This is an optimization exercise on Yosys and OpenROAD, whose aim is small area, a short achievable clock period and few clock cycles, not a production implementation.
In this exercise RTL edits were held to simulation tests only and were not proved equivalent to the original.

==> inputs of wip/harbor <==
// ro_decide
module ro_decide (
    input  wire         clk,
    input  wire         rst,
    input  wire         in_valid,
    output wire         in_ready,
    input  wire         in_first,
    input  wire         in_last,
    input  wire [15:0]  in_yi,
    input  wire [15:0]  in_yq,
    input  wire [31:0]  in_w,           
    input  wire [4:0]   cfg_int_shift,
    input  wire [2:0]   cfg_plane_en,
    input  wire [15:0]  cfg_state_map,
    input  wire [47:0]  cfg_a,          
    input  wire [47:0]  cfg_b,
    input  wire [95:0]  cfg_c,          
    input  wire [47:0]  cfg_k,
    input  wire [14:0]  cfg_k_sh,       
    output reg          res_valid,
    output reg  [31:0]  res_i,
    output reg  [31:0]  res_q,
    output reg          res_sat,
    output reg  [2:0]   res_sides,
    output reg  [1:0]   res_state,
    output reg  [15:0]  res_quality
);
clock: 11.0 ns
lec_check: 0
cap_margin: 20
core_margin: 2
core_utilization: 60
place_density: 0.72
setup_slack_margin: 5
slew_margin: 20
run.sh (not shown) runs the stock make flow with config.mk's settings and CLKGATE_MAP_FILE= SYNTH_SCRIPT=/design/flow/synth_recipe.tcl, a recipe that flattens the netlist after the stock synthesis.
==> wip/ember (differences from wip/harbor) <==
--- a/flow/design.v
+++ b/flow/design.v
@@ -65,33 +65,34 @@
     wire [16:0] b2 = {cb[47], cb[47:32]};
     wire [16:0] k0 = {1'b0, ck[15:0]};
     wire [16:0] k1 = {1'b0, ck[31:16]};
     wire [16:0] k2 = {1'b0, ck[47:32]};
     wire [31:0] c0 = cc[31:0];
     wire [31:0] c1 = cc[63:32];
     wire [31:0] c2 = cc[95:64];
     reg  [49:0] acc0, acc1;
-    wire signed [45:0] sh_re = $signed(acc0[45:0]) >>> int_shift;
-    wire signed [45:0] sh_im = $signed(acc1[45:0]) >>> int_shift;
-    function [32:0] sat32;               
-        input signed [45:0] x;
-        begin
-            if (x > 46'sh0000_7FFF_FFFF)
-                sat32 = {1'b1, 32'h7FFF_FFFF};
-            else if (x < -46'sh0000_8000_0000)
-                sat32 = {1'b1, 32'h8000_0000};
-            else
-                sat32 = {1'b0, x[31:0]};
-        end
-    endfunction
-    wire [32:0] sat_re = sat32(sh_re);
-    wire [32:0] sat_im = sat32(sh_im);
-    wire [16:0] ih_n = {sat_re[31], sat_re[31:16]};      
-    wire [16:0] qh_n = {sat_im[31], sat_im[31:16]};
+    wire [45:0] ix = st[3] ? acc0[45:0] : acc1[45:0];
+    wire [46:0] ix8 = {ix[45], ix};
+    wire [38:0] is8 = int_shift[3] ? ix8[46:8] : ix8[38:0];
+    wire [34:0] is4 = int_shift[2] ? is8[38:4] : is8[34:0];
+    wire [32:0] is2 = int_shift[1] ? is4[34:2] : is4[32:0];
+    wire [31:0] is1 = int_shift[0] ? is2[32:1] : is2[31:0];
+    wire [31:0] ish = int_shift[4] ? {{2{ix[45]}}, ix[45:16]} : is1;
+    reg         isat;
+    integer     ij;
+    always @(*) begin
+        isat = 1'b0;
+        for (ij = 31; ij < 45; ij = ij + 1)
+            if (ij >= 31 + int_shift && ix[ij] != ix[45])
+                isat = 1'b1;
+    end
+    wire [32:0] sat_x = isat ? {1'b1, ix[45] ? 32'h8000_0000 : 32'h7FFF_FFFF} : {1'b0, ish};
+    wire [16:0] xh_n = {sat_x[31], sat_x[31:16]};        
+    wire [16:0] xl_n = {1'b0, sat_x[15:0]};
     wire [16:0] ih   = {res_i[31], res_i[31:16]};        
     wire [16:0] qh   = {res_q[31], res_q[31:16]};
     wire [16:0] il   = {1'b0, res_i[15:0]};
     wire [16:0] ql   = {1'b0, res_q[15:0]};
     reg  [16:0] ra0, rb0, ra1, rb1;      
     reg  [16:0] ia0, ib0, ia1, ib1;      
     reg         first_m, first_a;
     wire [47:0] u0 = acc0[47:0] ^ {48{acc0[49]}};
@@ -108,35 +109,35 @@
             ia0 <= {wi[15], wi};
             ib0 <= {in_yq[15], in_yq};
             ia1 <= {wq[15], wq};
             ib1 <= {in_yi[15], in_yi};
         end else begin
             ra0 <= 17'd0; rb0 <= 17'd0; ra1 <= 17'd0; rb1 <= 17'd0;
             ia0 <= 17'd0; ib0 <= 17'd0; ia1 <= 17'd0; ib1 <= 17'd0;
             if (st[3]) begin
-                ra0 <= a0; rb0 <= ih_n; ra1 <= b0; rb1 <= qh_n;
+                ra0 <= a0; rb0 <= xl_n; ra1 <= a0; rb1 <= xh_n;
             end
             if (st[4]) begin
-                ra0 <= a0; rb0 <= il;   ra1 <= b0; rb1 <= ql;
+                ra0 <= b0; rb0 <= xl_n; ra1 <= b0; rb1 <= xh_n;
             end
             if (st[6]) begin
                 ra0 <= a2; rb0 <= il;   ra1 <= a2; rb1 <= ih;
             end
             if (st[7]) begin
                 ra0 <= k0; ra1 <= k0;
             end
             if (st[8]) begin
                 ra1 <= k0; rb1 <= {1'b0, u0[47:32]};
             end
             if (st[3]) begin
-                ia0 <= a1; ib0 <= ih_n; ia1 <= b1; ib1 <= qh_n;
+                ia0 <= a1; ib0 <= xl_n; ia1 <= a1; ib1 <= xh_n;
             end
             if (st[4]) begin
-                ia0 <= a1; ib0 <= il;   ia1 <= b1; ib1 <= ql;
+                ia0 <= b1; ib0 <= xl_n; ia1 <= b1; ib1 <= xh_n;
             end
             if (st[5]) begin
                 ia0 <= b2; ib0 <= ql;   ia1 <= b2; ib1 <= qh;
             end
             if (st[6]) begin
                 ia0 <= k1; ia1 <= k1;
             end
             if (st[7]) begin
@@ -179,44 +180,44 @@
             m0_ta  <= st[7];
             m1_ta1 <= st[6];
             m1_ta2 <= st[8];
             c0_da  <= st[4];
             c0_db  <= st[5];
             c0_x2  <= st[7];
             c0_tk  <= st[8] & acc0[49];
             c0_tb  <= st[9];
-            c0_sh  <= st[7] | st[8] | st[9];
+            c0_sh  <= st[4] | st[5] | st[7] | st[8] | st[9];
             c0_acc <= ~first_m & ~(st[4] | st[5] | st[7] | st[8] | st[9]);
             c1_da  <= st[4];
             c1_db  <= st[5];
             c1_y2  <= st[6];
             c1_tk1 <= st[7] & acc1[49];
             c1_tk2 <= st[9] & acc0[49];
             c1_tb  <= st[8] | st[10];
-            c1_sh  <= st[6] | st[7] | st[8] | st[9] | st[10];
+            c1_sh  <= st[4] | st[5] | st[6] | st[7] | st[8] | st[9] | st[10];
             c1_acc <= ~first_m & ~(st[4] | st[5] | st[6] | st[7] | st[8] | st[9] | st[10]);
         end
     end
     wire [49:0] fb0 =
         ({50{c0_acc}} & acc0) |
-        ({50{c0_da}}  & ~{{19{c0[31]}}, c0[31:1]}) |
-        ({50{c0_db}}  & {acc0[33:0], c0[0], 15'd0}) |
+        ({50{c0_da}}  & {~{{3{c0[31]}}, c0}, 15'h7FFF}) |
+        ({50{c0_db}}  & acc0) |
         ({50{c0_x2}}  & acc1) |
         {33'd0, {17{c0_tk}} & k0} |
         ({50{c0_tb}}  & {16'd0, acc0[49:16]});
-    wire        cin0 = c0_da & ~c0[0];
+    wire        cin0 = c0_da;
     wire [49:0] fb1 =
         ({50{c1_acc}} & acc1) |
-        ({50{c1_da}}  & ~{{19{c1[31]}}, c1[31:1]}) |
-        ({50{c1_db}}  & {acc1[33:0], c1[0], 15'd0}) |
+        ({50{c1_da}}  & {~{{3{c1[31]}}, c1}, 15'h7FFF}) |
+        ({50{c1_db}}  & acc1) |
         ({50{c1_y2}}  & {~{{3{c2[31]}}, c2}, 15'h7FFF}) |
         {33'd0, ({17{c1_tk1}} & k1) | ({17{c1_tk2}} & k2)} |
         ({50{c1_tb}}  & {16'd0, acc1[49:16]});
-    wire        cin1 = (c1_da & ~c1[0]) | c1_y2;
+    wire        cin1 = c1_da | c1_y2;
     wire [49:0] y0, y1;
     rd_acc u_a0 (.r0a(p00a), .r0b(p00b), .r1a(p01a), .r1b(p01b),
                  .sh1(c0_sh), .fb(fb0), .cin(cin0), .y(y0));
     rd_acc u_a1 (.r0a(p10a), .r0b(p10b), .r1a(p11a), .r1b(p11b),
                  .sh1(c1_sh), .fb(fb1), .cin(cin1), .y(y1));
     always @(posedge clk) begin
         acc0 <= y0;
         acc1 <= y1;
@@ -224,24 +225,39 @@
     reg        sgn0, sgn1, sgn2;
     reg        t15_0, t15_1;
     reg [4:0]  ksh0, ksh2;
     reg        en0, en2;
     wire        q_from0 = st[11];
     wire [48:0] qy   = q_from0 ? {acc0[47:0], t15_0} : {acc1[47:0], t15_1};
     wire [4:0]  qsh  = st[10] ? k_sh[9:5] : st[11] ? ksh0 : ksh2;
     wire        qen  = st[10] ? plane_en[1] : st[11] ? en0 : en2;
-    wire [48:0] qys  = qy >> qsh;
-    wire [15:0] term = (|qys[48:16]) ? 16'hFFFF : qys[15:0];
+    wire [30:0] qs16 = qsh[4] ? qy[46:16] : qy[30:0];
+    wire [22:0] qs8  = qsh[3] ? qs16[30:8] : qs16[22:0];
+    wire [18:0] qs4  = qsh[2] ? qs8[22:4] : qs8[18:0];
+    wire [16:0] qs2  = qsh[1] ? qs4[18:2] : qs4[16:0];
+    wire [15:0] qs1  = qsh[0] ? qs2[16:1] : qs2[15:0];
+    reg         qovf;
+    integer     qj;
+    always @(*) begin
+        qovf = 1'b0;
+        for (qj = 16; qj < 49; qj = qj + 1)
+            if (qj >= 16 + qsh && qy[qj])
+                qovf = 1'b1;
+    end
+    wire [15:0] term = qovf ? 16'hFFFF : qs1;
     wire [2:0]  sides = {plane_en[2] & ~sgn2, plane_en[1] & ~sgn1, plane_en[0] & ~sgn0};
     always @(posedge clk) begin
         if (st[3]) begin
-            res_i   <= sat_re[31:0];
-            res_q   <= sat_im[31:0];
-            res_sat <= sat_re[32] | sat_im[32];
+            res_i   <= sat_x[31:0];
+            res_sat <= sat_x[32];
+        end
+        if (st[4]) begin
+            res_q   <= sat_x[31:0];
+            res_sat <= res_sat | sat_x[32];
         end
         if (st[7])
             sgn1 <= acc1[49];
         if (st[8])
             sgn0 <= acc0[49];
         if (st[9])
             sgn2 <= acc0[49];
         if (st[9] | st[11])
==> flow/flow/run.sh (new file) <==
#!/bin/bash
# The standard layout (standard.sh, its synthesis unchanged), with the port
# buffers made of the smallest buffer cell instead of the placer's default, and
# timing repair aiming 5.5 ns below the clock period.
set -euo pipefail
bash standard.sh "BUFFER_PORTS_ARGS=-buffer_cell sky130_fd_sc_hd__buf_1" SETUP_SLACK_MARGIN=5.5 finish > standard.log 2>&1
==> flow/standard.sh (new file) <==
#!/bin/bash
# synth_recipe.tcl (not shown) runs the flow's synth.tcl, then flattens the netlist and writes it again
# the make line also repeats each setting of config.mk as NAME=value (left out here)
make -C /OpenROAD-flow-scripts/flow DESIGN_CONFIG=/design/flow/config.mk WORK_HOME=/design/flow/orfs CLKGATE_MAP_FILE= SYNTH_SCRIPT=/design/flow/synth_recipe.tcl "${@:-finish}"
Settings changed: ABC_AREA set to 1, CORE_UTILIZATION 60 to 40, CTS_BUF_LIST set to sky130_fd_sc_hd__clkbuf_4 sky130_fd_sc_hd__clkbuf_8, PLACE_DENSITY 0.72 to not set, SETUP_SLACK_MARGIN 5 to not set.
removed: flow/run.sh
==> wip/cedar (differences from wip/harbor) <==
--- a/flow/design.v
+++ b/flow/design.v
@@ -65,33 +65,34 @@
     wire [16:0] b2 = {cb[47], cb[47:32]};
     wire [16:0] k0 = {1'b0, ck[15:0]};
     wire [16:0] k1 = {1'b0, ck[31:16]};
     wire [16:0] k2 = {1'b0, ck[47:32]};
     wire [31:0] c0 = cc[31:0];
     wire [31:0] c1 = cc[63:32];
     wire [31:0] c2 = cc[95:64];
     reg  [49:0] acc0, acc1;
-    wire signed [45:0] sh_re = $signed(acc0[45:0]) >>> int_shift;
-    wire signed [45:0] sh_im = $signed(acc1[45:0]) >>> int_shift;
-    function [32:0] sat32;               
-        input signed [45:0] x;
-        begin
-            if (x > 46'sh0000_7FFF_FFFF)
-                sat32 = {1'b1, 32'h7FFF_FFFF};
-            else if (x < -46'sh0000_8000_0000)
-                sat32 = {1'b1, 32'h8000_0000};
-            else
-                sat32 = {1'b0, x[31:0]};
-        end
-    endfunction
-    wire [32:0] sat_re = sat32(sh_re);
-    wire [32:0] sat_im = sat32(sh_im);
-    wire [16:0] ih_n = {sat_re[31], sat_re[31:16]};      
-    wire [16:0] qh_n = {sat_im[31], sat_im[31:16]};
+    wire [45:0] ix = st[3] ? acc0[45:0] : acc1[45:0];
+    wire [46:0] ix8 = {ix[45], ix};
+    wire [38:0] is8 = int_shift[3] ? ix8[46:8] : ix8[38:0];
+    wire [34:0] is4 = int_shift[2] ? is8[38:4] : is8[34:0];
+    wire [32:0] is2 = int_shift[1] ? is4[34:2] : is4[32:0];
+    wire [31:0] is1 = int_shift[0] ? is2[32:1] : is2[31:0];
+    wire [31:0] ish = int_shift[4] ? {{2{ix[45]}}, ix[45:16]} : is1;
+    reg         isat;
+    integer     ij;
+    always @(*) begin
+        isat = 1'b0;
+        for (ij = 31; ij < 45; ij = ij + 1)
+            if (ij >= 31 + int_shift && ix[ij] != ix[45])
+                isat = 1'b1;
+    end
+    wire [32:0] sat_x = isat ? {1'b1, ix[45] ? 32'h8000_0000 : 32'h7FFF_FFFF} : {1'b0, ish};
+    wire [16:0] xh_n = {sat_x[31], sat_x[31:16]};        
+    wire [16:0] xl_n = {1'b0, sat_x[15:0]};
     wire [16:0] ih   = {res_i[31], res_i[31:16]};        
     wire [16:0] qh   = {res_q[31], res_q[31:16]};
     wire [16:0] il   = {1'b0, res_i[15:0]};
     wire [16:0] ql   = {1'b0, res_q[15:0]};
     reg  [16:0] ra0, rb0, ra1, rb1;      
     reg  [16:0] ia0, ib0, ia1, ib1;      
     reg         first_m, first_a;
     wire [47:0] u0 = acc0[47:0] ^ {48{acc0[49]}};
@@ -108,35 +109,35 @@
             ia0 <= {wi[15], wi};
             ib0 <= {in_yq[15], in_yq};
             ia1 <= {wq[15], wq};
             ib1 <= {in_yi[15], in_yi};
         end else begin
             ra0 <= 17'd0; rb0 <= 17'd0; ra1 <= 17'd0; rb1 <= 17'd0;
             ia0 <= 17'd0; ib0 <= 17'd0; ia1 <= 17'd0; ib1 <= 17'd0;
             if (st[3]) begin
-                ra0 <= a0; rb0 <= ih_n; ra1 <= b0; rb1 <= qh_n;
+                ra0 <= a0; rb0 <= xl_n; ra1 <= a0; rb1 <= xh_n;
             end
             if (st[4]) begin
-                ra0 <= a0; rb0 <= il;   ra1 <= b0; rb1 <= ql;
+                ra0 <= b0; rb0 <= xl_n; ra1 <= b0; rb1 <= xh_n;
             end
             if (st[6]) begin
                 ra0 <= a2; rb0 <= il;   ra1 <= a2; rb1 <= ih;
             end
             if (st[7]) begin
                 ra0 <= k0; ra1 <= k0;
             end
             if (st[8]) begin
                 ra1 <= k0; rb1 <= {1'b0, u0[47:32]};
             end
             if (st[3]) begin
-                ia0 <= a1; ib0 <= ih_n; ia1 <= b1; ib1 <= qh_n;
+                ia0 <= a1; ib0 <= xl_n; ia1 <= a1; ib1 <= xh_n;
             end
             if (st[4]) begin
-                ia0 <= a1; ib0 <= il;   ia1 <= b1; ib1 <= ql;
+                ia0 <= b1; ib0 <= xl_n; ia1 <= b1; ib1 <= xh_n;
             end
             if (st[5]) begin
                 ia0 <= b2; ib0 <= ql;   ia1 <= b2; ib1 <= qh;
             end
             if (st[6]) begin
                 ia0 <= k1; ia1 <= k1;
             end
             if (st[7]) begin
@@ -179,44 +180,44 @@
             m0_ta  <= st[7];
             m1_ta1 <= st[6];
             m1_ta2 <= st[8];
             c0_da  <= st[4];
             c0_db  <= st[5];
             c0_x2  <= st[7];
             c0_tk  <= st[8] & acc0[49];
             c0_tb  <= st[9];
-            c0_sh  <= st[7] | st[8] | st[9];
+            c0_sh  <= st[4] | st[5] | st[7] | st[8] | st[9];
             c0_acc <= ~first_m & ~(st[4] | st[5] | st[7] | st[8] | st[9]);
             c1_da  <= st[4];
             c1_db  <= st[5];
             c1_y2  <= st[6];
             c1_tk1 <= st[7] & acc1[49];
             c1_tk2 <= st[9] & acc0[49];
             c1_tb  <= st[8] | st[10];
-            c1_sh  <= st[6] | st[7] | st[8] | st[9] | st[10];
+            c1_sh  <= st[4] | st[5] | st[6] | st[7] | st[8] | st[9] | st[10];
             c1_acc <= ~first_m & ~(st[4] | st[5] | st[6] | st[7] | st[8] | st[9] | st[10]);
         end
     end
     wire [49:0] fb0 =
         ({50{c0_acc}} & acc0) |
-        ({50{c0_da}}  & ~{{19{c0[31]}}, c0[31:1]}) |
-        ({50{c0_db}}  & {acc0[33:0], c0[0], 15'd0}) |
+        ({50{c0_da}}  & {~{{3{c0[31]}}, c0}, 15'h7FFF}) |
+        ({50{c0_db}}  & acc0) |
         ({50{c0_x2}}  & acc1) |
         {33'd0, {17{c0_tk}} & k0} |
         ({50{c0_tb}}  & {16'd0, acc0[49:16]});
-    wire        cin0 = c0_da & ~c0[0];
+    wire        cin0 = c0_da;
     wire [49:0] fb1 =
         ({50{c1_acc}} & acc1) |
-        ({50{c1_da}}  & ~{{19{c1[31]}}, c1[31:1]}) |
-        ({50{c1_db}}  & {acc1[33:0], c1[0], 15'd0}) |
+        ({50{c1_da}}  & {~{{3{c1[31]}}, c1}, 15'h7FFF}) |
+        ({50{c1_db}}  & acc1) |
         ({50{c1_y2}}  & {~{{3{c2[31]}}, c2}, 15'h7FFF}) |
         {33'd0, ({17{c1_tk1}} & k1) | ({17{c1_tk2}} & k2)} |
         ({50{c1_tb}}  & {16'd0, acc1[49:16]});
-    wire        cin1 = (c1_da & ~c1[0]) | c1_y2;
+    wire        cin1 = c1_da | c1_y2;
     wire [49:0] y0, y1;
     rd_acc u_a0 (.r0a(p00a), .r0b(p00b), .r1a(p01a), .r1b(p01b),
                  .sh1(c0_sh), .fb(fb0), .cin(cin0), .y(y0));
     rd_acc u_a1 (.r0a(p10a), .r0b(p10b), .r1a(p11a), .r1b(p11b),
                  .sh1(c1_sh), .fb(fb1), .cin(cin1), .y(y1));
     always @(posedge clk) begin
         acc0 <= y0;
         acc1 <= y1;
@@ -224,24 +225,39 @@
     reg        sgn0, sgn1, sgn2;
     reg        t15_0, t15_1;
     reg [4:0]  ksh0, ksh2;
     reg        en0, en2;
     wire        q_from0 = st[11];
     wire [48:0] qy   = q_from0 ? {acc0[47:0], t15_0} : {acc1[47:0], t15_1};
     wire [4:0]  qsh  = st[10] ? k_sh[9:5] : st[11] ? ksh0 : ksh2;
     wire        qen  = st[10] ? plane_en[1] : st[11] ? en0 : en2;
-    wire [48:0] qys  = qy >> qsh;
-    wire [15:0] term = (|qys[48:16]) ? 16'hFFFF : qys[15:0];
+    wire [30:0] qs16 = qsh[4] ? qy[46:16] : qy[30:0];
+    wire [22:0] qs8  = qsh[3] ? qs16[30:8] : qs16[22:0];
+    wire [18:0] qs4  = qsh[2] ? qs8[22:4] : qs8[18:0];
+    wire [16:0] qs2  = qsh[1] ? qs4[18:2] : qs4[16:0];
+    wire [15:0] qs1  = qsh[0] ? qs2[16:1] : qs2[15:0];
+    reg         qovf;
+    integer     qj;
+    always @(*) begin
+        qovf = 1'b0;
+        for (qj = 16; qj < 49; qj = qj + 1)
+            if (qj >= 16 + qsh && qy[qj])
+                qovf = 1'b1;
+    end
+    wire [15:0] term = qovf ? 16'hFFFF : qs1;
     wire [2:0]  sides = {plane_en[2] & ~sgn2, plane_en[1] & ~sgn1, plane_en[0] & ~sgn0};
     always @(posedge clk) begin
         if (st[3]) begin
-            res_i   <= sat_re[31:0];
-            res_q   <= sat_im[31:0];
-            res_sat <= sat_re[32] | sat_im[32];
+            res_i   <= sat_x[31:0];
+            res_sat <= sat_x[32];
+        end
+        if (st[4]) begin
+            res_q   <= sat_x[31:0];
+            res_sat <= res_sat | sat_x[32];
         end
         if (st[7])
             sgn1 <= acc1[49];
         if (st[8])
             sgn0 <= acc0[49];
         if (st[9])
             sgn2 <= acc0[49];
         if (st[9] | st[11])
Settings changed: ABC_AREA set to 1, CORE_UTILIZATION 60 to 40, PLACE_DENSITY 0.72 to not set.
==> results.sh <==
export IMPL_netlist_top_cells_area="fa_1, edfxtp_1, dfxtp_1"
export IMPL_status="finished clean"
export IMPL_antenna_found_initial=41
export IMPL_fin_worst_skew_ns=0.02374
export IMPL_grt_pass1_vias=70360
export IMPL_drt_met1_wl_um=117800
export IMPL_wl_met2_um=147900
export IMPL_antennaDiodeCount=33
export IMPL_fill_cells=10650
export IMPL_clock_area_share_pct=4.105
export IMPL_synth_xor_area_share_pct=2.100
export IMPL_die_area_um2=142000
export IMPL_power_leakage_nw=37.96
export IMPL_layout_drive_gt1_share_pct=7.641
That was wip/harbor.
==> results.sh <==
export IMPL_status="finished clean"
export IMPL_antenna_found_initial=35
export IMPL_fill_cells=19040
export IMPL_yosysUniqueCellTypes=62
export IMPL_die_area_um2=195800
export IMPL_maxCapViolations=0
export IMPL_clock_area_share_pct=4.269
export IMPL_power_leakage_nw=36.73
export IMPL_synth_xor_area_share_pct=1.824
export IMPL_wl_met2_um=149300
export IMPL_antennaDiodeCount=21
export IMPL_netlist_top_cells_area="fa_1, edfxtp_1, dfxtp_1"
That was wip/ember.
==> results.sh <==
export IMPL_clock_area_share_pct=4.102
export IMPL_power_leakage_nw=37.36
export IMPL_netlist_area_um2=76900
export IMPL_fill_cells=18720
export IMPL_antenna_found_initial=37
export IMPL_grt_pass1_vias=65890
export IMPL_status="finished clean"
export IMPL_antennaDiodeCount=27
export IMPL_drt_met1_wl_um=143200
export IMPL_layout_drive_gt1_share_pct=4.797
export IMPL_die_area_um2=195800
export IMPL_synth_xor_area_share_pct=1.824
export IMPL_wl_met2_um=148500
export IMPL_netlist_top_cells_area="fa_1, edfxtp_1, dfxtp_1"
export IMPL_fin_worst_skew_ns=0.04846
That was wip/cedar.
Testbench counts of wip/harbor, summed over its fixed seeds: cycles 79,959.
Testbench counts of wip/ember, summed over its fixed seeds: cycles 79,959.
Testbench counts of wip/cedar, summed over its fixed seeds: cycles 79,959.

re-timing with driven ports:
In the flow no input, the clock included, has a driving cell. The finished layouts below were timed again as built, in two steps. Step 1, drivers: a clkbuf_16 drives clk and a buf_2 each remaining input, both assumed. Step 2, shift: input delay + t, output delay - t, t = (earliest + latest rising clock arrival at the registers) / 2. This alone moves slack from input paths to output paths. a / b / c = ideal ports / drivers / drivers and shift; a / b = the first two.
| run | t (ns) | setup slack, ns | worst setup path at the end | latest minus earliest clock arrival (ns) | worst data-port slew with drivers (ns) |
|---|---|---|---|---|---|
| wip/harbor | 0.843 | 5.060 / 5.060 / 4.745 | input to register | 0.029 / 0.029 | 0.21 |
| wip/ember | 1.087 | 5.508 / 5.508 / 5.508 | register to register | 0.054 / 0.053 | 0.12 |
| wip/cedar | 0.877 | 5.141 / 5.141 / 5.141 | register to register | 0.050 / 0.049 | 0.13 |
After both steps setup and hold are still met in every run listed. For wip/harbor, which loses most, drivers alone change the setup slack by 0.000 ns; drivers and shift together by -0.315 ns.
